Source: an optimization exercise on an open RTL-to-GDS flow (aim: small area and a short achievable clock period). Production flows keep margins and buffers that such runs may drop. Only the layout flow was run in this run; the RTL was not checked for function there. Power is estimated from default activity; no workload was simulated.

==> design.v <==
module mem_ecc_codec (
    input  wire        clk,
    input  wire        rst_n,
    input  wire        in_valid,
    input  wire [1:0]  in_op,
    input  wire [63:0] in_data,
    input  wire [7:0]  in_check,
    output reg         out_valid,
    output reg  [63:0] out_data,
    output reg  [7:0]  out_check,
    output reg  [1:0]  out_status,
    output reg  [7:0]  out_syndrome,
    output reg  [6:0]  out_pos
);
    localparam [511:0] HCOL = {
        8'h57,8'h4F,8'h3E,8'h3D,8'h3B,8'h37,8'h2F,8'h1F,8'hE0,8'hD0,8'hC8,8'hC4,8'hC2,8'hC1,8'hB0,8'hA8,
        8'hA4,8'hA2,8'hA1,8'h98,8'h94,8'h92,8'h91,8'h8C,8'h8A,8'h89,8'h86,8'h85,8'h83,8'h70,8'h68,8'h64,
        8'h62,8'h61,8'h58,8'h54,8'h52,8'h51,8'h4C,8'h4A,8'h49,8'h46,8'h45,8'h43,8'h38,8'h34,8'h32,8'h31,
        8'h2C,8'h2A,8'h29,8'h26,8'h25,8'h23,8'h1C,8'h1A,8'h19,8'h16,8'h15,8'h13,8'h0E,8'h0D,8'h0B,8'h07};
    function [3:0] mul_a;
        input [3:0] x;
        input [3:0] n;
        reg   [3:0] p;
        integer     i;
        begin
            p = x;
            for (i = 0; i < 15; i = i + 1)
                if (i < n) p = {p[2:0], 1'b0} ^ (p[3] ? 4'h3 : 4'h0);
            mul_a = p;
        end
    endfunction
    wire dec = in_op[0];
    wire [7:0] hs;
    wire [3:0] s0, s1, x9, x8;
    wire xj0 = in_data[2] ^ in_data[23];
    wire xj1 = in_data[22] ^ in_data[25];
    wire xj2 = in_data[15] ^ in_data[18];
    wire xj3 = in_data[19] ^ in_data[27];
    wire xj4 = in_data[5] ^ in_data[21];
    wire xj5 = in_data[1] ^ in_data[13];
    wire xj6 = in_data[4] ^ in_data[16];
    wire xj7 = in_data[26] ^ in_data[29];
    wire xj8 = in_data[28] ^ xj1;
    wire xj9 = in_data[10] ^ in_data[30];
    wire xj10 = in_data[0] ^ in_data[12];
    wire xj11 = in_data[3] ^ in_data[24];
    wire xj12 = in_data[17] ^ in_data[20];
    wire xj13 = in_data[11] ^ in_data[31];
    wire xj14 = in_data[6] ^ in_data[9];
    wire xj15 = in_data[8] ^ in_data[14];
    wire xj16 = xj0 ^ xj4;
    wire xj17 = in_data[7] ^ xj3;
    wire xj18 = in_data[58] ^ in_data[59];
    wire xj19 = in_check[3] ^ in_check[7];
    wire xj20 = in_data[57] ^ in_data[62];
    wire xj21 = in_data[56] ^ in_data[61];
    wire xj22 = xj2 ^ xj14;
    wire xj23 = xj5 ^ xj6;
    wire xj24 = xj12 ^ xj15;
    wire xj25 = xj7 ^ xj16;
    wire xj26 = in_data[1] ^ in_data[4];
    wire xj27 = in_data[6] ^ in_data[22];
    wire xj28 = in_check[2] ^ in_check[5];
    wire xj29 = in_data[60] ^ in_data[63];
    wire xj30 = in_data[27] ^ in_data[31];
    wire xj31 = in_data[21] ^ in_data[30];
    wire xj32 = xj20 ^ xj21;
    wire xj33 = in_data[28] ^ xj6;
    wire xj34 = in_data[14] ^ xj9;
    wire xj35 = in_check[6] ^ xj19;
    wire xj36 = xj3 ^ xj11;
    wire xj37 = xj24 ^ xj26;
    wire xj38 = xj13 ^ xj23;
    wire xj39 = in_data[32] ^ in_data[47];
    wire xj40 = in_data[37] ^ in_data[46];
    wire xj41 = in_data[3] ^ in_data[15];
    wire xj42 = in_data[0] ^ in_check[0];
    wire xj43 = in_data[9] ^ in_data[25];
    wire xj44 = in_data[50] ^ in_data[51];
    wire xj45 = in_data[33] ^ in_data[60];
    wire xj46 = in_data[38] ^ in_data[48];
    wire xj47 = in_data[42] ^ in_data[44];
    wire xj48 = in_data[43] ^ in_data[52];
    wire xj49 = in_data[35] ^ in_data[45];
    wire xj50 = in_data[11] ^ in_data[36];
    wire xj51 = in_check[1] ^ in_check[4];
    wire xj52 = in_data[53] ^ in_data[54];
    wire xj53 = in_data[13] ^ in_data[19];
    wire xj54 = in_data[17] ^ in_data[49];
    wire xj55 = in_data[39] ^ in_data[40];
    wire xj56 = in_data[10] ^ in_data[23];
    wire xj57 = in_data[34] ^ in_data[55];
    wire xj58 = in_data[24] ^ in_check[0];
    wire xj59 = in_data[2] ^ in_check[2];
    wire xj60 = in_data[8] ^ in_check[4];
    wire xj61 = in_data[16] ^ xj53;
    wire xj62 = xj5 ^ xj43;
    wire xj63 = in_data[41] ^ xj49;
    wire xj64 = in_data[63] ^ xj30;
    wire xj65 = in_data[26] ^ xj27;
    wire xj66 = xj9 ^ xj10;
    wire xj67 = xj18 ^ xj29;
    wire xj68 = xj44 ^ xj52;
    wire xj69 = xj10 ^ xj11;
    wire xj70 = xj2 ^ xj13;
    wire xj71 = in_data[7] ^ xj0;
    wire xj72 = in_data[7] ^ xj42;
    wire xj73 = xj46 ^ xj55;
    wire xj74 = xj8 ^ xj22;
    wire xj75 = xj31 ^ xj36;
    wire xj76 = in_data[20] ^ xj33;
    wire xj77 = xj2 ^ xj17;
    wire xj78 = xj7 ^ xj8;
    wire xj79 = xj28 ^ xj35;
    wire xj80 = in_data[29] ^ xj62;
    wire xj81 = in_data[5] ^ xj8;
    wire xj82 = in_data[0] ^ xj38;
    wire xj83 = xj22 ^ xj25;
    wire xj84 = xj37 ^ xj81;
    wire xj85 = xj66 ^ xj77;
    wire xj86 = in_data[20] ^ in_data[26];
    wire xj87 = in_data[38] ^ in_data[50];
    wire xj88 = in_data[56] ^ xj9;
    wire xj89 = xj20 ^ xj50;
    wire xj90 = xj86 ^ xj87;
    wire xj91 = xj16 ^ xj23;
    wire xj92 = xj63 ^ xj67;
    wire xj93 = xj72 ^ xj88;
    wire xj94 = xj89 ^ xj90;
    wire xj95 = xj91 ^ xj92;
    wire xj96 = xj93 ^ xj94;
    wire xj97 = xj95 ^ xj96;
    wire xj98 = in_data[10] ^ in_data[35];
    wire xj99 = in_data[39] ^ in_data[42];
    wire xj100 = in_data[51] ^ in_check[1];
    wire xj101 = xj18 ^ xj27;
    wire xj102 = xj40 ^ xj98;
    wire xj103 = xj99 ^ xj100;
    wire xj104 = xj32 ^ xj64;
    wire xj105 = xj69 ^ xj101;
    wire xj106 = xj102 ^ xj103;
    wire xj107 = xj37 ^ xj104;
    wire xj108 = xj105 ^ xj106;
    wire xj109 = xj107 ^ xj108;
    wire xj110 = in_data[3] ^ in_data[37];
    wire xj111 = in_data[40] ^ in_data[58];
    wire xj112 = xj4 ^ xj10;
    wire xj113 = xj29 ^ xj39;
    wire xj114 = xj48 ^ xj50;
    wire xj115 = xj59 ^ xj110;
    wire xj116 = xj111 ^ xj32;
    wire xj117 = xj112 ^ xj113;
    wire xj118 = xj114 ^ xj115;
    wire xj119 = xj74 ^ xj116;
    wire xj120 = xj117 ^ xj118;
    wire xj121 = xj119 ^ xj120;
    wire xj122 = in_data[15] ^ in_data[19];
    wire xj123 = in_data[44] ^ in_data[53];
    wire xj124 = in_data[59] ^ in_check[3];
    wire xj125 = xj11 ^ xj15;
    wire xj126 = xj45 ^ xj122;
    wire xj127 = xj123 ^ xj124;
    wire xj128 = xj32 ^ xj71;
    wire xj129 = xj73 ^ xj125;
    wire xj130 = xj126 ^ xj127;
    wire xj131 = xj80 ^ xj128;
    wire xj132 = xj129 ^ xj130;
    wire xj133 = xj131 ^ xj132;
    wire xj134 = in_data[5] ^ in_data[18];
    wire xj135 = in_data[34] ^ in_data[41];
    wire xj136 = in_data[43] ^ in_data[54];
    wire xj137 = xj7 ^ xj14;
    wire xj138 = xj21 ^ xj47;
    wire xj139 = xj54 ^ xj60;
    wire xj140 = xj134 ^ xj135;
    wire xj141 = xj136 ^ xj17;
    wire xj142 = xj33 ^ xj67;
    wire xj143 = xj137 ^ xj138;
    wire xj144 = xj139 ^ xj140;
    wire xj145 = xj141 ^ xj142;
    wire xj146 = xj143 ^ xj144;
    wire xj147 = xj145 ^ xj146;
    wire xj148 = in_data[12] ^ in_data[45];
    wire xj149 = in_data[46] ^ in_data[48];
    wire xj150 = in_data[57] ^ in_data[61];
    wire xj151 = in_check[5] ^ xj18;
    wire xj152 = xj39 ^ xj45;
    wire xj153 = xj54 ^ xj57;
    wire xj154 = xj148 ^ xj149;
    wire xj155 = xj150 ^ xj34;
    wire xj156 = xj61 ^ xj70;
    wire xj157 = xj151 ^ xj152;
    wire xj158 = xj153 ^ xj154;
    wire xj159 = xj155 ^ xj156;
    wire xj160 = xj157 ^ xj158;
    wire xj161 = xj159 ^ xj160;
    wire xj162 = in_data[20] ^ in_data[23];
    wire xj163 = in_data[24] ^ in_data[32];
    wire xj164 = in_data[33] ^ in_data[52];
    wire xj165 = in_data[62] ^ in_check[6];
    wire xj166 = xj31 ^ xj57;
    wire xj167 = xj162 ^ xj163;
    wire xj168 = xj164 ^ xj165;
    wire xj169 = xj64 ^ xj68;
    wire xj170 = xj166 ^ xj167;
    wire xj171 = xj168 ^ xj78;
    wire xj172 = xj169 ^ xj170;
    wire xj173 = xj171 ^ xj172;
    wire xj174 = in_data[36] ^ in_data[47];
    wire xj175 = in_data[49] ^ in_data[55];
    wire xj176 = in_check[7] ^ xj40;
    wire xj177 = xj47 ^ xj48;
    wire xj178 = xj174 ^ xj175;
    wire xj179 = xj63 ^ xj68;
    wire xj180 = xj73 ^ xj176;
    wire xj181 = xj177 ^ xj178;
    wire xj182 = xj179 ^ xj180;
    wire xj183 = xj181 ^ xj182;
    wire xj184 = xj10 ^ xj58;
    wire xj185 = xj60 ^ xj184;
    wire xj186 = xj76 ^ xj185;
    wire xj187 = in_data[17] ^ in_check[1];
    wire xj188 = in_check[5] ^ xj4;
    wire xj189 = xj187 ^ xj188;
    wire xj190 = xj80 ^ xj189;
    wire xj191 = in_data[18] ^ in_check[6];
    wire xj192 = xj59 ^ xj191;
    wire xj193 = xj34 ^ xj65;
    wire xj194 = xj192 ^ xj193;
    wire xj195 = in_data[23] ^ xj13;
    wire xj196 = xj19 ^ xj41;
    wire xj197 = xj17 ^ xj195;
    wire xj198 = xj196 ^ xj197;
    wire xj199 = in_data[31] ^ in_check[7];
    wire xj200 = xj28 ^ xj56;
    wire xj201 = xj199 ^ xj61;
    wire xj202 = xj72 ^ xj200;
    wire xj203 = xj78 ^ xj201;
    wire xj204 = xj202 ^ xj203;
    wire xj205 = xj12 ^ xj51;
    wire xj206 = xj8 ^ xj17;
    wire xj207 = xj34 ^ xj205;
    wire xj208 = xj38 ^ xj79;
    wire xj209 = xj206 ^ xj207;
    wire xj210 = xj208 ^ xj209;
    wire xj211 = xj58 ^ xj24;
    wire xj212 = xj70 ^ xj25;
    wire xj213 = xj79 ^ xj211;
    wire xj214 = xj212 ^ xj213;
    wire xj215 = in_data[12] ^ xj51;
    wire xj216 = xj35 ^ xj215;
    wire xj217 = xj74 ^ xj75;
    wire xj218 = xj216 ^ xj217;
    wire xj219 = in_data[3] ^ xj76;
    wire xj220 = xj83 ^ xj219;
    wire xj221 = in_data[9] ^ in_data[22];
    wire xj222 = in_data[26] ^ xj0;
    wire xj223 = xj12 ^ xj221;
    wire xj224 = xj222 ^ xj223;
    wire xj225 = xj224 ^ xj85;
    wire xj226 = in_data[18] ^ in_data[21];
    wire xj227 = xj56 ^ xj226;
    wire xj228 = xj36 ^ xj227;
    wire xj229 = xj228 ^ xj82;
    wire xj230 = in_data[2] ^ in_data[11];
    wire xj231 = in_data[19] ^ xj230;
    wire xj232 = xj231 ^ xj84;
    wire xj233 = in_data[8] ^ xj69;
    wire xj234 = xj233 ^ xj83;
    wire xj235 = in_data[20] ^ xj1;
    wire xj236 = xj5 ^ xj235;
    wire xj237 = xj25 ^ xj236;
    wire xj238 = xj85 ^ xj237;
    wire xj239 = in_data[14] ^ xj0;
    wire xj240 = xj65 ^ xj239;
    wire xj241 = xj75 ^ xj240;
    wire xj242 = xj82 ^ xj241;
    wire xj243 = xj30 ^ xj41;
    wire xj244 = xj71 ^ xj243;
    wire xj245 = xj244 ^ xj84;
    assign hs[0] = xj97;
    assign hs[1] = xj109;
    assign hs[2] = xj121;
    assign hs[3] = xj133;
    assign hs[4] = xj147;
    assign hs[5] = xj161;
    assign hs[6] = xj173;
    assign hs[7] = xj183;
    assign s0[0] = xj186;
    assign s0[1] = xj190;
    assign s0[2] = xj194;
    assign s0[3] = xj198;
    assign s1[0] = xj204;
    assign s1[1] = xj210;
    assign s1[2] = xj214;
    assign s1[3] = xj218;
    assign x9[0] = xj220;
    assign x9[1] = xj225;
    assign x9[2] = xj229;
    assign x9[3] = xj232;
    assign x8[0] = xj234;
    assign x8[1] = xj238;
    assign x8[2] = xj242;
    assign x8[3] = xj245;
    reg        v_q, op1_q, dec_q;
    reg [63:0] d_q;
    reg [7:0]  c_q;
    reg [7:0]  t_q;
    always @(posedge clk) begin
        if (!rst_n) v_q <= 1'b0;
        else        v_q <= in_valid;
        op1_q  <= in_op[1];
        dec_q  <= in_op[0];
        d_q    <= in_data;
        c_q    <= (in_op[1] | dec) ? in_check : {x9, x8};
        t_q    <= in_op[1] ? hs : {s1, s0};
    end
    wire hdec_q = op1_q & dec_q;      
    wire rdec_q = ~op1_q & dec_q;     
    reg [15:0] lo, hi;
    integer    v;
    always @* begin
        for (v = 0; v < 16; v = v + 1) begin
            lo[v] = (t_q[3:0] == v[3:0]);
            hi[v] = (t_q[7:4] == v[3:0]);
        end
    end
    wire [63:0] hm;
    genvar g;
    generate for (g = 0; g < 64; g = g + 1) begin : g_hm
        assign hm[g] = lo[HCOL[8*g +: 4]] & hi[HCOL[8*g+4 +: 4]] & hdec_q;
    end endgenerate
    wire [7:0] hcf = {hi[8] & lo[0], hi[4] & lo[0], hi[2] & lo[0], hi[1] & lo[0],
                      lo[8] & hi[0], lo[4] & hi[0], lo[2] & hi[0], lo[1] & hi[0]} & {8{hdec_q}};
    wire [2:0] a0 = {lo[4] | lo[5] | lo[6] | lo[9] | lo[14], lo[2] | lo[3] | lo[7] | lo[11] | lo[13],
                     lo[1] | lo[8] | lo[10] | lo[12] | lo[15]};
    wire [2:0] a1 = {hi[4] | hi[5] | hi[6] | hi[9] | hi[14], hi[2] | hi[3] | hi[7] | hi[11] | hi[13],
                     hi[1] | hi[8] | hi[10] | hi[12] | hi[15]};
    wire [4:0] b0 = {lo[3] | lo[9] | lo[10], lo[5] | lo[8] | lo[13], lo[4] | lo[11] | lo[15],
                     lo[2] | lo[12] | lo[14], lo[1] | lo[6] | lo[7]};
    wire [4:0] b1 = {hi[3] | hi[9] | hi[10], hi[5] | hi[8] | hi[13], hi[4] | hi[11] | hi[15],
                     hi[2] | hi[12] | hi[14], hi[1] | hi[6] | hi[7]};
    reg  [2:0] jm3;
    reg  [4:0] jm5;
    reg  [9:0] re;
    integer    r, q, j;
    always @* begin
        for (r = 0; r < 3; r = r + 1) begin
            jm3[r] = 1'b0;
            for (q = 0; q < 3; q = q + 1) jm3[r] = jm3[r] | (a0[q] & a1[(q + r) % 3]);
        end
        for (r = 0; r < 5; r = r + 1) begin
            jm5[r] = 1'b0;
            for (q = 0; q < 5; q = q + 1) jm5[r] = jm5[r] | (b0[q] & b1[(q + r) % 5]);
        end
        for (j = 0; j < 10; j = j + 1) re[j] = rdec_q & jm3[j % 3] & jm5[j % 5];
    end
    wire [3:0] s0q = t_q[3:0];
    reg [31:0] rfl;
    integer    k, i;
    always @* begin
        for (k = 0; k < 8; k = k + 1) rfl[4*k +: 4] = s0q & {4{re[k]}};
    end
    wire [7:0] rcf = {s0q & {4{re[9]}}, s0q & {4{re[8]}}};
    reg [6:0] ps;
    always @* begin
        ps = 7'd0;
        for (k = 0; k < 64; k = k + 1) if (hm[k]) ps = ps | k[6:0];
        for (i = 0; i < 8; i = i + 1) if (hcf[i]) ps = ps | (7'd64 + i[6:0]);
        for (j = 0; j < 10; j = j + 1) if (re[j]) ps = ps | j[6:0];
    end
    wire anyhit = |hm | |hcf | |re;
    wire senc   = op1_q & ~dec_q;
    always @(posedge clk) begin
        if (!rst_n) out_valid <= 1'b0;
        else        out_valid <= v_q;
        out_data[31:0]  <= d_q[31:0] ^ (hm[31:0] | rfl);
        out_data[63:32] <= (d_q[63:32] ^ hm[63:32]) & {32{op1_q}};
        out_check       <= c_q ^ (senc ? t_q : (hcf | rcf));
        out_status      <= {dec_q & (t_q != 8'h00) & ~anyhit, anyhit};
        out_syndrome    <= t_q & {8{dec_q}};
        out_pos         <= ps;
    end
endmodule
==> flow/run.sh <==
#!/bin/bash
# Own flow: the standard synthesis, then the combinational logic replaced
# by the gate-level netlist of flow/netgen.py (same registers: names and cell
# type), checked equivalent to the standard synthesis by yosys; then the
# standard layout, with plain buffers on the ports instead of the delay cells
# buffer_ports picks by default. If the generated netlist fails a check, the
# standard synthesis's netlist is laid out instead.
set -euo pipefail
HERE=$(pwd)
R=$HERE/orfs/results/$FLOW_PLATFORM/mem_ecc_codec/base
LIB=$FLOW_HOME/platforms/$FLOW_PLATFORM/lib/sky130_fd_sc_hd__tt_025C_1v80.lib
bash standard.sh synth > make_synth.log 2>&1
cp $R/1_2_yosys.v $HERE/synth_standard.v
USE=synth_standard.v
# generator options (structure and drive strengths), if any
set -a; [ -f flow/netgen.env ] && . flow/netgen.env; set +a
if LIB=$LIB python3 flow/netgen.py $HERE/net_gen.v > netgen.log 2>&1; then
  yosys -p "read_liberty -lib $LIB; read_verilog net_gen.v; hierarchy -top $FLOW_TOP; opt_clean -purge; write_verilog -noattr -noexpr net_norm.v" > yosys_norm.log 2>&1
  timeout 900 yosys -p "read_liberty -ignore_miss_func $LIB; read_verilog synth_standard.v; rename $FLOW_TOP gold; read_verilog net_norm.v; rename $FLOW_TOP gate; flatten gold gate; opt_clean; equiv_make gold gate equiv; hierarchy -top equiv; equiv_simple; equiv_status -assert" > yosys_equiv.log 2>&1 \
    && python3 - <<'PY' > regcheck.log 2>&1 && USE=net_final.v
# give each flip-flop the instance name the standard synthesis gave the same
# register (the suffix after '$' depends on how yosys read its reset/enable),
# then require the same names and cell types
import re, sys
pat = re.compile(r'(sky130_fd_sc_hd__df\w+)\s+\\([^\s$]+)(\$\S*)?\s')
std = {m.group(2): (m.group(1), m.group(2) + (m.group(3) or '')) for m in pat.finditer(open('synth_standard.v').read())}
txt = open('net_norm.v').read()
def ren(m):
    base = m.group(2)
    if base not in std: sys.exit('no standard register ' + base)
    return m.group(1) + ' \\' + std[base][1] + ' '
txt2 = pat.sub(ren, txt)
open('net_final.v', 'w').write(txt2)
a = sorted(std.values())
b = sorted((m.group(1), m.group(2) + (m.group(3) or '')) for m in pat.finditer(txt2))
print(len(a), len(b))
sys.exit(0 if a == b and a else 1)
PY
fi
echo "laying out $USE" > netlist_choice.log
cp $HERE/$USE $R/1_2_yosys.v
rm -f $R/1_synth.odb $R/1_synth.sdc
# extra make variables for the layout, if any (one VAR=value per line)
EXTRA=()
if [ -f flow/make.args ]; then mapfile -t EXTRA < flow/make.args; fi
bash standard.sh BUFFER_PORTS_ARGS="-buffer_cell sky130_fd_sc_hd__buf_1" "${EXTRA[@]}" finish > make_finish.log 2>&1
==> flow/joint.py <==
from paar import *
import sys
SC=2
def mk_rows(SC):
    R=[]
    for i in range(8):
        R.append(set([k for k in range(64) if HC[k]>>i&1]+[64+i]))
    for b in range(4):
        R.append(set([4*j+b for j in range(8)]+[64+b,68+b]))
    for b in range(4):
        s=set()
        for j in range(8):
            for bb in range(4):
                if mula(1<<bb,(j-SC)%15)>>b&1: s^={4*j+bb}
        for bb in range(4):
            if mula(1<<bb,(8-SC)%15)>>b&1: s^={64+bb}
            if mula(1<<bb,(9-SC)%15)>>b&1: s^={68+bb}
        R.append(s)
    # x9 = a^3 B + a^11 A ; x8 = A + x9 (data only)
    A=[set(4*j+b for j in range(8)) for b in range(4)]
    B=[]
    for b in range(4):
        s=set()
        for j in range(8):
            for bb in range(4):
                if mula(1<<bb,j)>>b&1: s^={4*j+bb}
        B.append(s)
    def mul(vec,n):
        res=[set() for _ in range(4)]
        for bb in range(4):
            y=mula(1<<bb,n)
            for b in range(4):
                if y>>b&1: res[b]^=vec[bb]
        return res
    x9=[a^b for a,b in zip(mul(B,3),mul(A,11))]
    x8=[a^b for a,b in zip(A,x9)]
    return R+x9+x8
if __name__=='__main__':
    for SC in [0,1,2,3]:
        R=mk_rows(SC)
        res=[]
        for seed in range(30):
            g,o,d=paar(R,72,20,seed)
            dep=[d[x] for x in o]
            res.append((len(g), max(dep[:8]), max(dep[8:12]), max(dep[12:16]), max(dep[16:24]), seed))
        res.sort()
        ok=[r for r in res if r[2]<=5 and r[3]<=5 and r[1]<=5]
        print(SC, res[0], ok[:2])
==> flow/make.args <==
SETUP_SLACK_MARGIN=5.4
==> flow/netgen.py <==
#!/usr/bin/env python3
"""Generate the gate-level netlist of mem_ecc_codec (sky130hd cells) that the
version's own flow lays out in place of the standard synthesis's netlist.

The netlist implements the same register set (names and cell type) and the
same equations as rtl/mem_ecc_codec.v.  Regular parts (XOR trees, nibble
predecode, match lines, corrections, muxes) are built here gate by gate;
irregular small functions are mapped with yosys/abc (area script).

usage: netgen.py OUT.v      (verifies by simulation against a Python model)
"""
import os, re, sys, random, subprocess, tempfile, itertools
sys.path.insert(0, os.path.dirname(os.path.abspath(__file__)))
from paar import rows, paar, mula, HC

LIB = os.environ.get('LIB', '/OpenROAD-flow-scripts/flow/platforms/sky130hd/lib/sky130_fd_sc_hd__tt_025C_1v80.lib')
P = 'sky130_fd_sc_hd__'

# ---------------------------------------------------------------- liberty
def read_lib(path):
    funcs = {}
    cur = None; pin = None; direction = None
    for line in open(path):
        m = re.match(r'\s*cell \("?(\w+)"?\)', line)
        if m:
            cur = m.group(1); funcs[cur] = {}; continue
        m = re.match(r'\s*pin \("?(\w+)"?\)', line)
        if m:
            pin = m.group(1); continue
        m = re.match(r'\s*function : "([^"]*)"', line)
        if m and cur and pin:
            funcs[cur][pin] = m.group(1)
    return funcs
LIBF = read_lib(LIB)

def pyfunc(expr):
    e = expr.replace('!', '~')
    e = re.sub(r'~\s*(\w+)', r'(M^\1)', e)
    e = re.sub(r'~\s*\(', r'M^(', e)
    names = sorted(set(re.findall(r'[A-Za-z_]\w*', e)) - {'M'})
    code = 'lambda M,' + ','.join(names) + ': ' + e
    return names, eval(code)

# ---------------------------------------------------------------- netlist
class Net:
    def __init__(self):
        self.cells = []          # (type, instname, {pin: net})
        self.k = 0
        self.outs = {}           # output pin name per type
    def new(self):
        self.k += 1
        return f'_n{self.k}_'
    def g(self, typ, **pins):
        t = P + typ
        fo = LIBF[t]
        outp = [p for p in fo if p not in ('VPWR', 'VGND', 'VPB', 'VNB') and p not in pins]
        outp = [p for p in outp if p in ('X', 'Y', 'Q', 'SUM', 'COUT', 'Q_N')]
        assert len(outp) == 1, (typ, outp)
        o = self.new()
        self.k += 1
        self.cells.append((t, f'_c{self.k}_', dict(pins, **{outp[0]: o})))
        return o
    def inst(self, t, name, pins):
        self.cells.append((t, name, pins))

N = Net()
def XOR(a, b): return N.g('xor2_1', A=a, B=b)
def XNOR(a, b): return N.g('xnor2_1', A=a, B=b)
def INV(a): return N.g('inv_1', A=a)
def NAND2(a, b): return N.g('nand2_1', A=a, B=b)
def NOR2(a, b): return N.g('nor2_1', A=a, B=b)
def NOR3(a, b, c): return N.g('nor3_1', A=a, B=b, C=c)
def AND2(a, b): return N.g('and2_1', A=a, B=b)
def MUX2(a0, a1, s): return N.g('mux2_1', A0=a0, A1=a1, S=s)
def MUX2I(a0, a1, s): return N.g('mux2i_1', A0=a0, A1=a1, S=s)
def A21OI(a1, a2, b1): return N.g('a21oi_1', A1=a1, A2=a2, B1=b1)
def NOR2B(a, bn): return N.g('nor2b_1', A=a, B_N=bn)

# ---------------------------------------------------------------- abc blocks
ABC_SCRIPT = ('strash; dch -f; balance; rewrite; refactor; balance; rewrite; rewrite -z; balance; '
              'refactor -z; rewrite -z; balance; dch -f; balance; rewrite; refactor; balance; rewrite; '
              'rewrite -z; balance; refactor -z; rewrite -z; balance; dch -f; amap; mfs2; strash; dch -f; map -a; topo')
DONT_USE = ['probe_p_8', 'probec_p_8', 'lpflow_*', 'mux4_*', 'fa_*', 'ha_*', 'maj3_*', 'xor3_*', 'xnor3_*',
            'dlygate*', 'dlymetal*', 'clkdly*', 'buf_*', 'clkbuf_*', 'bufbuf*', 'bufinv*', 'clkinvlp*',
            'einv*', 'ebuf*', 'dl*', 'df*', 'sdf*', 'sed*', 'edf*', 'conb*', 'tap*', 'decap*', 'fill*', 'diode*',
            'macro*', 'o2111*', 'a2111*']

ABC_FAST = os.environ.get('ABC_FAST', 'strash; dch -f; map; topo')
def abc_block(name, src, ins, outs, script=None):
    if script is None:
        script = ABC_FAST if name in os.environ.get('FAST_BLOCKS', 'lines,rsloc,hhit,hpos').split(',') else ABC_SCRIPT
    """Map module `name` (Verilog src; scalar ports) with abc; ins/outs map port -> net."""
    d = tempfile.mkdtemp()
    vin = os.path.join(d, 'in.v'); vout = os.path.join(d, 'out.v'); sc = os.path.join(d, 'abc.script')
    open(vin, 'w').write(src); open(sc, 'w').write(script)
    du = ' '.join(f'-dont_use {P}{c}' for c in DONT_USE)
    cmd = (f'read_verilog {vin}; synth -flatten -top {name}; abc -liberty {LIB} {du} -script {sc}; '
           f'opt_clean -purge; write_verilog -noattr {vout}')
    r = subprocess.run(['yosys', '-q', '-p', cmd], capture_output=True, text=True)
    if r.returncode:
        print(r.stdout, r.stderr); raise SystemExit('yosys failed for ' + name)
    txt = open(vout).read()
    local = {}
    def net(x):
        x = x.strip()
        if x in ins: return ins[x]
        if x in outs: return outs[x]
        if x in ("1'h0", "1'b0"): raise SystemExit('constant in ' + name)
        if x not in local: local[x] = N.new()
        return local[x]
    for a, b in re.findall(r'assign\s+(\S+)\s*=\s*(\S+)\s*;', txt):
        # a = b : an output driven straight by an input or another net
        raise SystemExit(f'assign in block {name}: {a} = {b}')
    for typ, inst, body in re.findall(r'(sky130_fd_sc_hd__\w+)\s+(\S+)\s*\((.*?)\);', txt, re.S):
        pins = {p: net(n) for p, n in re.findall(r'\.(\w+)\(([^)]*)\)', body)}
        N.k += 1
        N.cells.append((typ, f'_c{N.k}_', pins))

# ---------------------------------------------------------------- ports
D = [f'in_data[{k}]' for k in range(64)]
C = [f'in_check[{i}]' for i in range(8)]
OP = ['in_op[0]', 'in_op[1]']

def emit_tree(R, innets, tries=None, inv=None):
    """XOR network for rows R (sets of input indices); inv[i]: output i inverted."""
    tries = tries or int(os.environ.get('TRIES', '60'))
    best = None
    for s in range(tries):
        g, o, d = paar(R, len(innets), 20, s)
        key = (max(d[x] for x in o), len(g))
        if best is None or key < best[0]:
            best = (key, g, o)
    _, g, o = best
    inv = inv or [False] * len(o)
    nin = len(innets)
    uses = {}
    for a, b in g:
        uses[a] = uses.get(a, 0) + 1; uses[b] = uses.get(b, 0) + 1
    for x in o: uses[x] = uses.get(x, 0) + 1
    flip = set(x for x, iv in zip(o, inv) if iv and x >= nin and uses[x] == 1)
    nets = list(innets)
    for i, (a, b) in enumerate(g):
        nets.append(XNOR(nets[a], nets[b]) if nin + i in flip else XOR(nets[a], nets[b]))
    res = []
    for x, iv in zip(o, inv):
        res.append(nets[x] if (not iv or x in flip) else INV(nets[x]))
    return res

SC = int(os.environ.get('SC', '0'))   # the RS tree computes S1' = alpha^-SC * S1 (fewer terms)

def build():
    if os.environ.get('JOINT', '1') == '1':
        # one shared XOR network for all 24 linear outputs, check bits as leaves
        from joint import mk_rows
        R24 = mk_rows(SC)
        outs = emit_tree(R24, D + C, inv=[True] * 16 + [False] * 8)
        hs_n, s0_n, s1p_n = outs[0:8], outs[8:12], outs[12:16]
        x9, x8 = outs[16:20], outs[20:24]
    else:
        raise SystemExit('JOINT=0 no longer supported')
    s1_n = []                                              # ~S1 = ~(alpha^SC * S1')
    for b in range(4):
        terms = [bb for bb in range(4) if mula(1 << bb, SC) >> b & 1]
        assert 1 <= len(terms) <= 2
        s1_n.append(s1p_n[terms[0]] if len(terms) == 1 else XNOR(s1p_n[terms[0]], s1p_n[terms[1]]))
    # flags and muxes
    op0, op1 = OP
    sel_c = N.g('or2_1', A=op0, B=op1)
    cD = [MUX2(x8[i] if i < 4 else x9[i - 4], C[i], sel_c) for i in range(8)]
    tD = [MUX2I(s0_n[i] if i < 4 else s1_n[i - 4], hs_n[i], op1) for i in range(8)]
    slotD = D[32:48]
    upD = D[48:64]
    dD = D[0:32] + slotD + upD
    # registers
    Q = {}
    def reg(name, idx, d):
        nm = f'{name}[{idx}]' if idx is not None else name
        qn = '\\' + nm + ' '
        kind = '$_SDFF_PN0_' if name in ('out_valid', 'v_q') else '$_DFF_P_'
        isport = name.startswith('out_')
        q = nm if isport else qn
        N.inst(P + 'dfxtp_1', '\\' + nm + kind + ' ', {'CLK': 'clk', 'D': d, 'Q': q})
        return q
    dq = [reg('d_q', k, dD[k]) for k in range(64)]
    cq = [reg('c_q', i, cD[i]) for i in range(8)]
    tq = [reg('t_q', i, tD[i]) for i in range(8)]
    op1q = reg('op1_q', None, op1)
    decq = reg('dec_q', None, op0)
    hdecq = rdecq = None
    vq = reg('v_q', None, AND2('rst_n', 'in_valid'))

    # ---------------- output side
    tn = [INV(tq[i]) for i in range(8)]
    lit = lambda b, v: tq[b] if v else tn[b]          # literal true when t[b] == v
    nlit = lambda b, v: tn[b] if v else tq[b]         # its complement
    pl = [NOR2(nlit(0, w & 1), nlit(1, w >> 1 & 1)) for w in range(4)]   # t[1:0] == w
    ph = [NOR2(nlit(2, w & 1), nlit(3, w >> 1 & 1)) for w in range(4)]   # t[3:2] == w
    lo_n = [NAND2(pl[v & 3], ph[v >> 2]) for v in range(16)]
    hdec_n = NAND2(op1q, decq)
    p54 = [NOR2(nlit(4, w & 1), nlit(5, w >> 1 & 1)) for w in range(4)]
    p76 = [NOR2(nlit(6, w & 1), nlit(7, w >> 1 & 1)) for w in range(4)]
    hi_n = [NAND2(p54[u & 3], p76[u >> 2]) for u in range(16)]
    hm = [NOR3(lo_n[HC[k] & 15], hi_n[HC[k] >> 4], hdec_n) for k in range(64)]
    hcf = [NOR3(lo_n[1 << i], hi_n[0], hdec_n) for i in range(4)] + [NOR3(lo_n[0], hi_n[1 << i], hdec_n) for i in range(4)]
    # RS residue lines from the predecoded nibbles: OR of the one-hot lines
    LG = {}
    x = 1
    for i in range(15): LG[x] = i; x = mula(x, 1)
    def or_of_neg(ns):
        if len(ns) <= 4: return N.g(f'nand{len(ns)}_1', **dict(zip('ABCD', ns)))
        assert len(ns) == 5
        return N.g('or2b_1', A=N.g('nand4_1', A=ns[0], B=ns[1], C=ns[2], D=ns[3]), B_N=ns[4])
    def res_lines(nl, mod):
        return [or_of_neg([nl[v] for v in range(1, 16) if LG[v] % mod == r]) for r in range(mod)]
    a0, a1 = res_lines(lo_n, 3), res_lines(hi_n, 3)
    b0, b1 = res_lines(lo_n, 5), res_lines(hi_n, 5)
    # RS locator: jm3 / jm5 = one-hot of j mod 3 / j mod 5 (from the residue
    # lines in d_q[47:32]); e[j] = rdec & jm3[j % 3] & jm5[j % 5]
    jm3_n = [N.g('a222oi_1', A1=a0[0], A2=a1[r % 3], B1=a0[1], B2=a1[(1 + r) % 3], C1=a0[2], C2=a1[(2 + r) % 3])
             for r in range(3)]
    jm5_n = []
    for r in range(5):
        x = N.g('a222oi_1', A1=b0[0], A2=b1[r % 5], B1=b0[1], B2=b1[(1 + r) % 5], C1=b0[2], C2=b1[(2 + r) % 5])
        y = N.g('a22oi_1', A1=b0[3], A2=b1[(3 + r) % 5], B1=b0[4], B2=b1[(4 + r) % 5])
        jm5_n.append(AND2(x, y))
    rdec_n = N.g('nand2b_1', A_N=op1q, B=decq)
    e = [NOR3(jm3_n[j % 3], jm5_n[j % 5], rdec_n) for j in range(10)]
    s0g = tq[0:4]
    # OR trees: positive inputs -> (positive, negative) output
    def split(xs, k):
        g = -(-len(xs) // k)
        q, r = divmod(len(xs), g)
        out, i = [], 0
        for j in range(g):
            m = q + (1 if j < r else 0)
            out.append(xs[i:i + m]); i += m
        return out
    def or_tree(xs, pos=True):
        xs = list(xs)
        neg = False            # polarity of the current list (True: each is the NOR of its group)
        while len(xs) > 1 or neg != (not pos):
            if len(xs) == 1:
                xs = [INV(xs[0])]; neg = not neg; continue
            if not neg:
                groups = split(xs, 3 if len(xs) > 4 else len(xs))
                xs = [g[0] if len(g) == 1 else N.g(f'nor{len(g)}_1', **dict(zip('ABCD', g))) for g in groups]
                # a group of one was not inverted: invert it to keep polarity uniform
                xs = [INV(x) if len(g) == 1 else x for x, g in zip(xs, groups)]
                neg = True
            else:
                groups = split(xs, 4)
                xs = [INV(g[0]) if len(g) == 1 else N.g(f'nand{len(g)}_1', **dict(zip('ABCD', g))) for g in groups]
                neg = False
        return xs[0]
    # status: st0 = any correction, st1 = decode & syndrome != 0 & no correction
    allhit = hm + hcf + e
    nz = NAND2(N.g('nor4_1', A=tq[0], B=tq[1], C=tq[2], D=tq[3]), N.g('nor4_1', A=tq[4], B=tq[5], C=tq[6], D=tq[7]))
    # NOR/NAND levels down to two negative partials, then st0 = NAND, st1 = AND4
    xs = [N.g(f'nor{len(g)}_1', **dict(zip('ABCD', g))) for g in split(allhit, 4)]      # negative
    xs = [N.g(f'nand{len(g)}_1', **dict(zip('ABCD', g))) for g in split(xs, 4)]          # positive
    xs = [N.g(f'nor{len(g)}_1', **dict(zip('ABCD', g))) for g in split(xs, 3)]          # negative
    assert len(xs) == 2, len(xs)
    st0 = NAND2(xs[0], xs[1])
    st1 = N.g('and4_1', A=xs[0], B=xs[1], C=nz, D=decq)
    # position: OR of the match lines of the positions with the bit set
    pos = []
    for b in range(7):
        t = [hm[k] for k in range(64) if k >> b & 1]
        t += [hcf[i] for i in range(8) if (64 + i) >> b & 1]
        t += [e[j] for j in range(10) if j >> b & 1]
        pos.append(or_tree(t, pos=True))
    # data outputs
    op1n = INV(op1q)
    out = {}
    for k in range(64):
        if k < 32:
            f_n = A21OI(s0g[k % 4], e[k // 4], hm[k])
            out[f'out_data[{k}]'] = XNOR(dq[k], f_n)
        else:
            out[f'out_data[{k}]'] = NOR2(XNOR(dq[k], hm[k]), op1n)
    senc = NOR2B(decq, op1q)
    for i in range(8):
        f_n = A21OI(s0g[i % 4], e[8 + i // 4], hcf[i])
        m = MUX2I(f_n, tn[i], senc)        # senc ? t : f
        out[f'out_check[{i}]'] = XOR(cq[i], m)
    out['out_status[0]'] = st0
    out['out_status[1]'] = st1
    dec_n = INV(decq)
    for i in range(8):
        out[f'out_syndrome[{i}]'] = NOR2(tn[i], dec_n)
    for b in range(7):
        out[f'out_pos[{b}]'] = pos[b]
    # output registers
    for o, n in out.items():
        m = re.match(r'(\w+)\[(\d+)\]', o)
        reg(m.group(1), int(m.group(2)), n)
    reg('out_valid', None, AND2('rst_n', vq))
    return out

# ---------------------------------------------------------------- simulation
def simulate(out, inputs, M):
    """Bit-parallel simulation. inputs: net -> int. Returns net values."""
    val = dict(inputs)
    cells = list(N.cells)
    funcs = {}
    pending = cells
    # registers are cut: their Q must be in inputs
    for it in range(1000):
        nxt = []
        for typ, inst, pins in pending:
            if typ.endswith('dfxtp_1'):
                continue
            fo = LIBF[typ]
            outp = [p for p in pins if p in fo]
            ins_ = [p for p in pins if p not in fo]
            if not all(pins[p] in val for p in ins_):
                nxt.append((typ, inst, pins)); continue
            for op_ in outp:
                key = (typ, op_)
                if key not in funcs: funcs[key] = pyfunc(fo[op_])
                names, f = funcs[key]
                val[pins[op_]] = f(M, *[val[pins[n]] for n in names]) & M
        if not nxt: break
        if len(nxt) == len(pending): raise SystemExit('combinational loop or undriven net: %s' % (nxt[0],))
        pending = nxt
    return val

def model(op, Dv, Cv, regs=None):
    pass

def verify(out, nvec=4000):
    rnd = random.Random(1)
    M = (1 << nvec) - 1
    # --- input side: random op/data/check; compare register D pins with a reference
    def rb(): return rnd.getrandbits(nvec)
    inputs = {n: rb() for n in D + C + OP + ['in_valid', 'rst_n']}
    for typ, inst, pins in N.cells:
        if typ.endswith('dfxtp_1'): inputs[pins['Q']] = 0
    val = simulate(out, inputs, M)
    regD = {inst: pins['D'] for typ, inst, pins in N.cells if typ.endswith('dfxtp_1')}
    def bit(x, i): return (x >> i) & 1
    errs = 0
    LG = {}
    e = 1
    for i in range(15): LG[e] = i; e = mula(e, 1)
    for v in range(nvec):
        d = sum(bit(inputs[D[k]], v) << k for k in range(64))
        c = sum(bit(inputs[C[i]], v) << i for i in range(8))
        op = bit(inputs[OP[0]], v) | bit(inputs[OP[1]], v) << 1
        hd = 0
        for k in range(64):
            if d >> k & 1: hd ^= HC[k]
        A = B = 0
        for j in range(8):
            x = d >> 4 * j & 15; A ^= x; B ^= mula(x, j)
        hs = hd ^ c
        s0 = A ^ (c & 15) ^ (c >> 4)
        s1 = B ^ mula(c & 15, 8) ^ mula(c >> 4, 9)
        x9 = mula(B, 3) ^ mula(A, 11); x8 = A ^ x9
        def lg3(x): return 0 if x == 0 else 1 << (LG[x] % 3)
        def lg5(x): return 0 if x == 0 else 1 << (LG[x] % 5)
        lines = lg3(s0) | lg3(s1) << 3 | lg5(s0) << 6 | lg5(s1) << 11
        op1 = op >> 1; op0 = op & 1
        exp = {}
        dq = d
        for k in range(64): exp[f'\\d_q[{k}]$_DFF_P_ '] = dq >> k & 1
        cqv = c if (op1 or op0) else (x9 << 4 | x8)
        for i in range(8): exp[f'\\c_q[{i}]$_DFF_P_ '] = cqv >> i & 1
        tqv = hs if op1 else (s1 << 4 | s0)
        for i in range(8): exp[f'\\t_q[{i}]$_DFF_P_ '] = tqv >> i & 1
        exp['\\op1_q$_DFF_P_ '] = op1; exp['\\dec_q$_DFF_P_ '] = op0

        exp['\\v_q$_SDFF_PN0_ '] = bit(inputs['rst_n'], v) & bit(inputs['in_valid'], v)
        for inst, n in regD.items():
            if inst not in exp: continue
            if bit(val[n], v) != exp[inst]:
                errs += 1
                if errs < 5: print('input side mismatch', inst, v)
    print('input side errors', errs)
    # --- output side: random register values (consistent flags), compare outputs
    qnets = {inst: pins['Q'] for typ, inst, pins in N.cells if typ.endswith('dfxtp_1')}
    inputs = {}
    opv = [rnd.randrange(4) for _ in range(nvec)]
    tv = [rnd.randrange(256) if rnd.random() < 0.5 else (HC[rnd.randrange(64)] ^ (0 if rnd.random() < 0.7 else 1 << rnd.randrange(8))) for _ in range(nvec)]
    # for RS ops make t/lines consistent with a syndrome
    dv = [rnd.getrandbits(64) for _ in range(nvec)]
    cv = [rnd.getrandbits(8) for _ in range(nvec)]
    for v in range(nvec):
        if not (opv[v] >> 1):
            s0 = tv[v] & 15; s1 = tv[v] >> 4
            def lg3(x): return 0 if x == 0 else 1 << (LG[x] % 3)
            def lg5(x): return 0 if x == 0 else 1 << (LG[x] % 5)
            lines = lg3(s0) | lg3(s1) << 3 | lg5(s0) << 6 | lg5(s1) << 11
            pass
    def pack(f):
        x = 0
        for v in range(nvec):
            if f(v): x |= 1 << v
        return x
    for inst, qn in qnets.items():
        m = re.match(r'\\(\w+)(?:\[(\d+)\])?\$', inst)
        nm, idx = m.group(1), m.group(2)
        idx = int(idx) if idx else None
        if nm == 'd_q': inputs[qn] = pack(lambda v: dv[v] >> idx & 1)
        elif nm == 'c_q': inputs[qn] = pack(lambda v: cv[v] >> idx & 1)
        elif nm == 't_q': inputs[qn] = pack(lambda v: tv[v] >> idx & 1)
        elif nm == 'op1_q': inputs[qn] = pack(lambda v: opv[v] >> 1)
        elif nm == 'dec_q': inputs[qn] = pack(lambda v: opv[v] & 1)
        elif nm == 'hdec_q': inputs[qn] = pack(lambda v: opv[v] == 3)
        elif nm == 'rdec_q': inputs[qn] = pack(lambda v: opv[v] == 1)
        elif nm == 'v_q': inputs[qn] = pack(lambda v: 1)
        elif nm.startswith('out_'): inputs[qn] = 0
    for n in D + C + OP + ['in_valid', 'rst_n']: inputs[n] = 0
    val = simulate(out, inputs, M)
    for o_, n_ in out.items(): val[o_] = val[n_]
    errs = 0
    for v in range(nvec):
        op = opv[v]; t = tv[v]; d = dv[v]; c = cv[v]
        exp_data = d; exp_chk = c; st = 0; pos = 0; syn = 0
        if op == 0:
            exp_data = d & 0xFFFFFFFF; exp_chk = c
        elif op == 1:
            exp_data = d & 0xFFFFFFFF; syn = t
            s0 = t & 15; s1 = t >> 4
            if t == 0: st = 0
            elif s0 and s1:
                j = (LG[s1] - LG[s0]) % 15
                if j <= 9:
                    st = 1; pos = j
                    if j < 8: exp_data ^= s0 << 4 * j
                    else: exp_chk ^= s0 << 4 * (j - 8)
                else: st = 2
            else: st = 2
        elif op == 2:
            exp_chk = c ^ t
        else:
            syn = t
            if t == 0: st = 0
            else:
                st = 2
                for k in range(64):
                    if HC[k] == t: exp_data ^= 1 << k; st = 1; pos = k
                for i in range(8):
                    if t == 1 << i: exp_chk ^= t; st = 1; pos = 64 + i
        got_d = sum(bit(val[f'out_data[{k}]'], v) << k for k in range(64))
        got_c = sum(bit(val[f'out_check[{i}]'], v) << i for i in range(8))
        got_s = sum(bit(val[f'out_status[{i}]'], v) << i for i in range(2))
        got_y = sum(bit(val[f'out_syndrome[{i}]'], v) << i for i in range(8))
        got_p = sum(bit(val[f'out_pos[{i}]'], v) << i for i in range(7))
        if (got_d, got_c, got_s, got_y, got_p) != (exp_data, exp_chk, st, syn, pos):
            errs += 1
            if errs < 5: print('output mismatch op', op, hex(t), (hex(got_d), got_c, got_s, got_y, got_p), (hex(exp_data), exp_chk, st, syn, pos))
    print('output side errors', errs)
    return errs

def write(out, path):
    L = ['// Generated by netgen13.py: gate-level netlist of mem_ecc_codec (sky130hd).',
         'module mem_ecc_codec(clk, rst_n, in_valid, in_op, in_data, in_check, out_valid, out_data, out_check, out_status, out_syndrome, out_pos);',
         '  input clk; input rst_n; input in_valid; input [1:0] in_op; input [63:0] in_data; input [7:0] in_check;',
         '  output out_valid; output [63:0] out_data; output [7:0] out_check; output [1:0] out_status; output [7:0] out_syndrome; output [6:0] out_pos;']
    nets = set()
    for typ, inst, pins in N.cells:
        for p, n in pins.items():
            if not re.match(r'(in_|out_|clk|rst_n)', n): nets.add(n)
    # map output port nets: outputs are named nets; add assigns
    for n in sorted(nets): L.append(f'  wire {n};')
    for typ, inst, pins in N.cells:
        L.append(f'  {typ} {inst} (' + ', '.join(f'.{p}({n})' for p, n in pins.items()) + ');')

    L.append('endmodule')
    open(path, 'w').write('\n'.join(L) + '\n')

def upsize(out, fo_min):
    # drive strength 2 for cells whose output net has fo_min or more loads
    loads = {}
    for typ, inst, pins in N.cells:
        fo = LIBF[typ]
        for p, n in pins.items():
            if p not in fo: loads[n] = loads.get(n, 0) + 1
    for n in out.values(): loads[n] = loads.get(n, 0) + 1
    k = 0
    for i, (typ, inst, pins) in enumerate(N.cells):
        if typ.endswith('_1') and not typ.endswith('dfxtp_1'):
            fo = LIBF[typ]
            o = [n for p, n in pins.items() if p in fo][0]
            t2 = typ[:-2] + '_2'
            if loads.get(o, 0) >= fo_min and t2 in LIBF:
                N.cells[i] = (t2, inst, pins); k += 1
    print('upsized', k)

if __name__ == '__main__':
    out = build()
    if int(os.environ.get('FO_MIN', '0')) > 0:
        upsize(out, int(os.environ['FO_MIN']))
    area = 0.0
    cnt = {}
    for typ, inst, pins in N.cells:
        cnt[typ] = cnt.get(typ, 0) + 1
    import collections
    A = {}
    cur = None
    for line in open(LIB):
        m = re.match(r'\s*cell \("?(\w+)"?\)', line)
        if m: cur = m.group(1)
        m = re.match(r'\s*area\s*:\s*([0-9.]+)', line)
        if m and cur: A[cur] = float(m.group(1)); cur = None
    tot = sum(A[t] * n for t, n in cnt.items())
    print('cells', sum(cnt.values()), 'area', round(tot, 1))
    for t, n in sorted(cnt.items(), key=lambda x: -A[x[0]] * x[1])[:15]:
        print(f'  {t[len(P):]:12s} {n:4d} {A[t]*n:8.1f}')
    # unit-delay levels: inputs -> register D, register Q -> outputs
    drv = {}
    for typ, inst, pins in N.cells:
        if typ.endswith('dfxtp_1'): continue
        fo = LIBF[typ]
        for pn, n in pins.items():
            if pn in fo: drv[n] = (typ, pins)
    memo = {}
    def lev(n):
        if n in memo: return memo[n]
        if n not in drv: memo[n] = 0; return 0
        typ, pins = drv[n]
        fo = LIBF[typ]
        memo[n] = 1 + max(lev(x) for pn, x in pins.items() if pn not in fo)
        return memo[n]
    regd = [(inst, pins['D']) for typ, inst, pins in N.cells if typ.endswith('dfxtp_1')]
    worst = sorted(((lev(d), inst) for inst, d in regd), reverse=True)[:6]
    print('input side levels', worst)
    print('output side levels', sorted(((lev(n), o) for o, n in out.items()), reverse=True)[:8])
    errs = verify(out)
    write(out, sys.argv[1])
    sys.exit(1 if errs else 0)
==> flow/paar.py <==
import random, itertools, sys, heapq
HC=[v for v in range(256) if bin(v).count('1')==3][:56]+[v for v in range(256) if bin(v).count('1')==5][:8]
def mula(x,n):
    for _ in range(n):
        x=((x<<1)&15)^(3 if x&8 else 0)
    return x
def rows():
    # inputs: d0..d63 (idx 0..63), cm0..cm7 (64..71)
    R=[]
    for i in range(8):
        R.append(set([k for k in range(64) if HC[k]>>i&1]+[64+i]))
    # s0 bit b
    for b in range(4):
        R.append(set([4*j+b for j in range(8)]+[64+b,68+b]))
    for b in range(4):
        s=set()
        for j in range(8):
            for bb in range(4):
                if mula(1<<bb,j)>>b&1: s.add(4*j+bb)
        for bb in range(4):
            if mula(1<<bb,8)>>b&1: s.add(64+bb)
            if mula(1<<bb,9)>>b&1: s.add(68+bb)
        R.append(s)
    return R
def paar(R, nin, maxd, seed):
    rnd=random.Random(seed)
    R=[set(r) for r in R]
    depth=[0]*nin
    gates=[]
    while True:
        cnt={}
        for r in R:
            l=sorted(r)
            for a,b in itertools.combinations(l,2):
                if max(depth[a],depth[b])+1<=maxd:
                    cnt[(a,b)]=cnt.get((a,b),0)+1
        if not cnt: break
        m=max(cnt.values())
        if m<2: break
        cands=[p for p,c in cnt.items() if c==m]
        # prefer shallow
        md=min(max(depth[a],depth[b]) for a,b in cands)
        cands=[p for p in cands if max(depth[p[0]],depth[p[1]])==md]
        a,b=rnd.choice(cands)
        n=len(depth); depth.append(max(depth[a],depth[b])+1); gates.append((a,b))
        for r in R:
            if a in r and b in r:
                r.discard(a); r.discard(b); r.add(n)
    # final trees
    outs=[]
    for r in R:
        h=[(depth[x],x) for x in r]; heapq.heapify(h)
        while len(h)>1:
            d1,a=heapq.heappop(h); d2,b=heapq.heappop(h)
            n=len(depth); depth.append(max(d1,d2)+1); gates.append((a,b)); heapq.heappush(h,(depth[n],n))
        outs.append(h[0][1])
    return gates, outs, depth
if __name__=='__main__':
    R=rows()
    for maxd in [4,5,6,7,20]:
        best=None
        for s in range(int(sys.argv[1]) if len(sys.argv)>1 else 20):
            g,o,d=paar(R,72,maxd,s)
            key=(len(g),max(d[x] for x in o))
            if best is None or key<best: best=key
        print(maxd,best)
    R8=rows()[:8]
    print('hsiao only', min(len(paar(R8,72,20,s)[0]) for s in range(10)))
    R8=rows()[8:]
    print('rs only', min(len(paar(R8,72,20,s)[0]) for s in range(10)))
==> standard.sh <==
#!/bin/bash
# synth_recipe.tcl (not shown) runs the flow's synth.tcl, then flattens the netlist and writes it again
# the make line also repeats each setting of config.mk as NAME=value (left out here)
make -C /OpenROAD-flow-scripts/flow DESIGN_CONFIG=/design/flow/config.mk WORK_HOME=/design/flow/orfs CLKGATE_MAP_FILE= SYNTH_SCRIPT=/design/flow/synth_recipe.tcl "${@:-finish}"
==> config.mk <==
export PLATFORM = sky130hd
export DESIGN_NAME = mem_ecc_codec
export DESIGN_NICKNAME = mem_ecc_codec
export VERILOG_FILES = /design/flow/design.v
export SDC_FILE = /design/flow/constraint.sdc
export NUM_CORES = 4
export LEC_CHECK = 0
export CAP_MARGIN = 20
export CORE_MARGIN = 2
export CORE_UTILIZATION = 55
export CTS_BUF_LIST = sky130_fd_sc_hd__clkbuf_8
export CTS_CLUSTER_SIZE = 30
export SETUP_SLACK_MARGIN = 5.0
export SLEW_MARGIN = 20
==> constraint.sdc <==
create_clock -name core_clock -period 8.0 [get_ports {clk}]
set_input_delay 1.6000 -clock core_clock [delete_from_list [all_inputs] [get_ports {clk}]]
set_output_delay 1.6000 -clock core_clock [all_outputs]
set_load 0.01 [all_outputs]
==> results.txt <==
-- metrics by stage --
stage	worst slack (ns)	hold WS (ns)	cells	area (µm²)	util, %
2_1_floorplan	5.01	0.409	928	8990	-
3_3_place_gp	4.43	0.414	1285	9870	64.9
3_5_place_dp	4.39	0.420	1285	9870	64.9
4_1_cts	5.32	0.418	1382	11600	76.3
5_1_grt	5.06	0.442	1430	12800	84.1
6_report	5.07	0.430	1430	12800	84.1
-- cell type report --
type | count | area [µm²]
repair buffers | 282 | 1950
fillers | 757 | 2420
multi-input cells | 739 | 6640
well taps | 188 | 235
clock inverters | 14 | 165
clock buffers | 18 | 248
flip-flops and latches | 173 | 3480
inverters | 16 | 70.1
-- report_power, final --
part	total [mW]	switching [mW]	internal [mW]
combinational	1.90	1.13	0.771
clock	0.641	0.393	0.248
sequential	1.11	0.109	0.999
-- per-layer routing --
layer | global-route usage (%) | wire length, µm
met5 | 0 | 13
met4 | 18.1 | 3900
met3 | 6.32 | 4480
met2 | 67.4 | 18200
met1 | 50.4 | 13000
-- flip-flops by register name, indices dropped and copies added, names as in the netlist, 2 cells and up --
signal	cells
d_q	64
out_data	64
c_q	8
out_check	8
out_syndrome	8
t_q	8
out_pos	7
out_status	2
-- path summary, 6_finish.rpt --
kind,from,end
max reg2reg,dec_q$_DFF_P_,out_status[1]$_DFF_P_
min,d_q[4]$_DFF_P_,out_data[4]$_DFF_P_
min reg2reg,d_q[4]$_DFF_P_,out_data[4]$_DFF_P_
max,dec_q$_DFF_P_,out_status[1]$_DFF_P_
-- repair_timing --
action / in CTS / in global routing
pin swaps: 66 / 83
gates resized for setup: 213 / 148
setup buffers: 65 / 48
setup endpoints to repair: 68 / 64
==> out/summary.log <==
INFO  outcome        outcome=complete, no violations
INFO  setup_path     crit_family=simple AND/OR/NAND/NOR gates
INFO  timing         finalHoldViolCount=0
INFO  drt            vias=9,301
INFO  placed_design  hpwl=22.9mm
INFO  timing         fin_crit_sh=36.6%
INFO  setup_path     rrSetupSlack=5.07ns
INFO  setup_path     crit_path_class=flip-flop to flip-flop
INFO  floorplan      die_y=129µm
INFO  synthesis      avgSynthCellArea=9.22µm²
INFO  setup_path     critPathLaunchType=flip-flop
INFO  floorplan      die_area=16,600µm²
INFO  cts            clock_sinks=173
INFO  cts            skew_pair_late_insertion_delay=0.48ns
INFO  drt            drt-pass1-iter-count=9
INFO  cts            cts.htree.levels=4
INFO  global_route   first_global_vias=8,068
INFO  cells_and_area final_common_cell=sky130_fd_sc_hd__dfxtp_1
INFO  drt            drt_first_iter_violations=1,342
INFO  worst_hold_path hold-path-cell-count=1
INFO  placed_design  gpl.final_weighted_congestion=1.07
INFO  timing         slew_at_the_pin_closest_to_its_max_slew_limit=1.14ns
INFO  drt            detail_route.vias_per_cell=6.50
INFO  power          max-vdd-ir-drop=0.185mV
INFO  timing         setup_viol=0
INFO  cells_and_area antenna_cells=0
INFO  setup_path     crit_fanout=72
INFO  cts            quantity_of_hold_fixing_buffers_added_after_cts=0
INFO  global_route   maximum_number_of_pins_on_one_net_before_global_route_repair=73
INFO  timing         final.setup.tns=0ns
INFO  timing         unrepaired_setup_endpoints_after_global_routing=yes
INFO  drt            detail_route.wl_per_cell=27.7µm
INFO  setup_path     crit_buf_inv=0
INFO  cts            path_clk_slew=0.11ns
INFO  drt            routed_wl=39.6mm
INFO  synthesis      synthCells=928
INFO  setup_path     rr_worst_depth=6
INFO  floorplan      floorplan.initialDensity=56.3%
INFO  cells_and_area fraction_of_final_layout_cells_sized_beyond_drive_strength_1=33.9%
INFO  timing         fmaxAchievable=0.342GHz
INFO  global_route   grt_remaining_overflow=0
INFO  global_route   grt_antenna_before_repair=1
INFO  cells_and_area area_growth_syn_to_layout=49.4%
INFO  cts            cts_root_buf=sky130_fd_sc_hd__clkbuf_8
INFO  timing         slew_violations=0
INFO  drt            drcViolationCount=0
INFO  setup_path     cpMostUsedCell=sky130_fd_sc_hd__nor3_1
INFO  setup_path     cp_slowest_cell=sky130_fd_sc_hd__nand2_4
INFO  power          power_density=286nW/µm²
INFO  cells_and_area num-nets-final=1,306
INFO  synthesis      ys_warn_count=1
INFO  power          post-layout-total-power=3.65mW
INFO  global_route   first_pass_grt_wire_length=48.6mm
INFO  setup_path     worst-path-stages=6
INFO  synthesis      synth.net_count=1,005
INFO  timing         finalClockSkew=0.0210ns
INFO  cells_and_area layout.cells.most_common_list=165 x sky130_fd_sc_hd__dfxtp_1, 138 x sky130_fd_sc_hd__nor3_1, 126 x sky130_fd_sc_hd__xor2_1, 106 x sky130_fd_sc_hd__buf_4, 95 x sky130_fd_sc_hd__buf_1
INFO  placed_design  place.port_buffers=166
INFO  drt            final_ant_viol_nets=0
INFO  timing         final_period_minus_worst_setup_slack=2.93ns
INFO  setup_path     worstSetupEndpointType=flip-flop
INFO  setup_path     timing.critical_path.arrival=3.35ns
INFO  power          leakage=5.16nW
INFO  synthesis      netlist_area=8560µm²
INFO  floorplan      rows=45
INFO  floorplan      core_area=15,200µm²
INFO  worst_hold_path min_path_type=flip-flop to flip-flop
INFO  cts            cts_made_buffers=17
INFO  cts            tritoncts=done
INFO  setup_path     worst_ep_required_time=8.42ns
INFO  floorplan      floorplan.io_pins=167
INFO  cts            clk_path_buf_depth=2
INFO  global_route   grt_util_all_layers=39.9%
INFO  timing         slew-limit-headroom=23.1%
INFO  flow_run       max_cap_viol_count=0
INFO  setup_path     crit_path_largest_cell_delay=0.61ns
INFO  floorplan      die_width=129µm
INFO  setup_path     crit_chain=nand2_4, nor3_1, nor4_1, nand4_1, nor3_1, and4_1

## re-timing with driven ports
The flow's constraints put no driver on any port. The routed layout listed below was extracted and timed again, unchanged, in two steps. Step 1, drivers: a clkbuf_16 drives clk and a buf_2 each remaining input, both assumed. Step 2 moves the port delays by t, midway between the first and last clock arrival at a register: inputs arrive t later, outputs are due t later. That takes back most of the time a late clock gives input paths. a / b / c = no drivers / after step 1 / after step 2; a / b = the first two.
t, ns: 0.512
setup slack, ns: 5.073 / 5.073 / 4.590
worst setup path at the end: input to register
latest minus earliest clock arrival (ns): 0.023 / 0.023
worst register clock-pin slew, ns: 0.12 / 0.12
After both steps setup and hold are still met in this run. For this run, drivers alone change the setup slack by 0.000 ns; drivers and shift together by -0.483 ns.
